Context: an optimization exercise on an open-source flow, tuned for small area. The choices shown serve that exercise and are no tape-out recipe.
In this exercise RTL edits were held to simulation tests only and were not proved equivalent to the original.
Power is estimated from default activity; no workload was simulated.

## lane_pid
module lane_pid (
    input  wire               clk,
    input  wire               rst,
    input  wire               start,
    input  wire               load,
    output wire               ready,
    output reg                done,
    input  wire        [1:0]  op,
    input  wire               pv_prev,
    input  wire               dmeas,
    input  wire               inhib_up,
    input  wire               inhib_dn,
    input  wire signed [31:0] sp_in,
    input  wire signed [31:0] pv,
    input  wire signed [31:0] g_sp,
    input  wire signed [31:0] g_out,
    input  wire signed [31:0] u_ref,
    input  wire signed [31:0] kp,
    input  wire signed [31:0] ki,
    input  wire signed [31:0] kd,
    input  wire signed [31:0] kf,
    input  wire        [4:0]  sh_p,
    input  wire        [4:0]  sh_i,
    input  wire        [4:0]  sh_d,
    input  wire        [4:0]  sh_f,
    input  wire signed [31:0] ilim_lo,
    input  wire signed [31:0] ilim_hi,
    input  wire signed [31:0] out_lo,
    input  wire signed [31:0] out_hi,
    input  wire signed [31:0] ld_f,
    input  wire        [31:0] ld_fres,
    input  wire signed [31:0] ld_i,
    input  wire        [31:0] ld_ires,
    output wire signed [31:0] u,
    output reg  signed [31:0] p_out,
    output reg  signed [31:0] d_out,
    output wire signed [31:0] f_out,
    output wire        [31:0] fres_out,
    output wire signed [31:0] i_out,
    output wire        [31:0] ires_out,
    output reg         [4:0]  sat,
    output reg                frozen
);
==> flow/config.mk <==
export PLATFORM = sky130hd
export DESIGN_NAME = lane_pid
export DESIGN_NICKNAME = lane_pid
export VERILOG_FILES = /design/flow/design.v
export SDC_FILE = /design/flow/constraint.sdc
export NUM_CORES = 4
export LEC_CHECK = 0
export CAP_MARGIN = 0
export CORE_AREA = 4 4 276 276
export DIE_AREA = 0 0 280 280
export SLEW_MARGIN = 0
==> flow/constraint.sdc <==
create_clock -name core_clock -period 150.0 [get_ports {clk}]
set_input_delay 30.0000 -clock core_clock [delete_from_list [all_inputs] [get_ports {clk}]]
set_output_delay 30.0000 -clock core_clock [all_outputs]
set_load 0.01 [all_outputs]
standard.sh (not shown) runs the stock make flow with config.mk's settings and CLKGATE_MAP_FILE= SYNTH_SCRIPT=/design/flow/synth_recipe.tcl, a recipe that flattens the netlist after the stock synthesis.
==> flow/flow/run.sh <==
#!/bin/bash
# Own layout flow: the standard ORFS flow (standard.sh) with
#  - synthesis mapped by ABC for area (flow/synth.tcl, flow/abc_area.script),
#  - one sky130_fd_sc_hd__buf_1 on every input and output port,
#  - a clock tree of smaller buffers without dummy loads.
# make's full output goes to flow_make.log here; ORFS's per-step logs stay under orfs/logs.
set -euo pipefail
W=$(pwd)
export OWN_ABC_SCRIPT="$W/flow/abc_area.script"
bash "$W/standard.sh" \
  "SYNTH_SCRIPT=$W/flow/synth.tcl" \
  "BUFFER_PORTS_ARGS=-buffer_cell sky130_fd_sc_hd__buf_1" \
  "CTS_ARGS=-sink_clustering_enable -repair_clock_nets -dont_use_dummy_load -buf_list sky130_fd_sc_hd__clkbuf_8 -sink_clustering_size 14 -sink_clustering_max_diameter 80" \
  finish > "$W/flow_make.log" 2>&1
==> flow/flow/abc_area.script <==
strash
ifraig
scorr
dc2
strash
&get -n
&deepsyn -T 60
&dch -f
&nf -R 1000
&put
==> flow/flow/synth.tcl <==
# The standard synthesis (synth_recipe.tcl) with one change: ABC maps the logic
# with an area-oriented script instead of ORFS's delay-oriented one. Everything
# before ABC, and so every register's name and cell, is the standard's.
proc synth {args} { yosys synth -nofsm -noshare {*}$args }
proc abc {args} {
  set i [lsearch -exact $args -script]
  if {$i >= 0} { set args [lreplace $args $i [expr {$i + 1}] -script $::env(OWN_ABC_SCRIPT)] }
  set i [lsearch -exact $args -D]
  if {$i >= 0} { set args [lreplace $args $i [expr {$i + 1}]] }
  yosys abc {*}$args
}
source $::env(SCRIPTS_DIR)/synth.tcl
# left out here: clear keep_hierarchy, flatten, clean up, hide names made inside functions, write 1_2_yosys.v
Edit:
--- a/flow/flow/run.sh
+++ b/flow/flow/run.sh
@@ -12,3 +12,3 @@
   "BUFFER_PORTS_ARGS=-buffer_cell sky130_fd_sc_hd__buf_1" \
-  "CTS_ARGS=-sink_clustering_enable -repair_clock_nets -dont_use_dummy_load -buf_list sky130_fd_sc_hd__clkbuf_8 -sink_clustering_size 14 -sink_clustering_max_diameter 80" \
+  "CTS_ARGS=-sink_clustering_enable -repair_clock_nets -dont_use_dummy_load -buf_list sky130_fd_sc_hd__clkbuf_8 -sink_clustering_size 16 -sink_clustering_max_diameter 60" \
   finish > "$W/flow_make.log" 2>&1
==> flow/flow/abc_area.script (replaced) <==
strash
ifraig
scorr
dc2
strash
&get -n
&dch -f
&nf -R 1000
&put
The new run passed the timing, DRC and antenna checks.
Maximum frequency is about the same.
Power came out lower by 32%.
Global-route usage came out higher by 0.78 points.
Via count came out higher by 6.5%.
Sequential share of layout area came out lower by 1.3 points.
Die area is unchanged.
Flip-flop and latch count is unchanged.
Wire length came out higher by 2.6%.
Utilization came out higher by 1.2 points.
Setup slack gets worse by 0.088 ns.
Final area came out higher by 4.2%.
Edit:
--- a/flow/flow/run.sh
+++ b/flow/flow/run.sh
@@ -12,3 +12,3 @@
   "BUFFER_PORTS_ARGS=-buffer_cell sky130_fd_sc_hd__buf_1" \
-  "CTS_ARGS=-sink_clustering_enable -repair_clock_nets -dont_use_dummy_load -buf_list sky130_fd_sc_hd__clkbuf_8 -sink_clustering_size 16 -sink_clustering_max_diameter 60" \
+  "CTS_ARGS=-sink_clustering_enable -repair_clock_nets -dont_use_dummy_load -buf_list sky130_fd_sc_hd__clkbuf_16 -sink_clustering_size 24 -sink_clustering_max_diameter 80" \
   finish > "$W/flow_make.log" 2>&1
Result:
- The new run produced a clean layout
- die area does not change
- clock skew came out lower by 0.025 ns
- total power grows by 3.6%
- cell area rises by 0.75%
- sequential cell count stays the same

port drivers added, routing unchanged:
No port has a modelled driver above. Below, the same layouts with a new extraction and two added sets of constraints. Step 1: set_driving_cell puts a clkbuf_16 on clk and a buf_2 on each other input, an assumption about the parent block. Step 2 times the ports against the registers' clock, not the clock port: input delays grow and output delays shrink by t, the midpoint of the rising clock arrivals with the driver on. Slacks: ideal / step 1 / step 2; pairs: ideal / step 1.
run	t, ns	setup slack, ns	worst slew at a driven data input, ns
the first run	0.703	100.208 / 100.239 / 99.536	0.24
the second run	0.662	100.120 / 100.154 / 99.492	0.15
the third run	0.643	100.145 / 100.179 / 99.537	0.15
After both steps setup and hold are still met in every run listed. For the first run, which loses most, drivers alone change the setup slack by +0.031 ns; drivers and shift together by -0.672 ns.
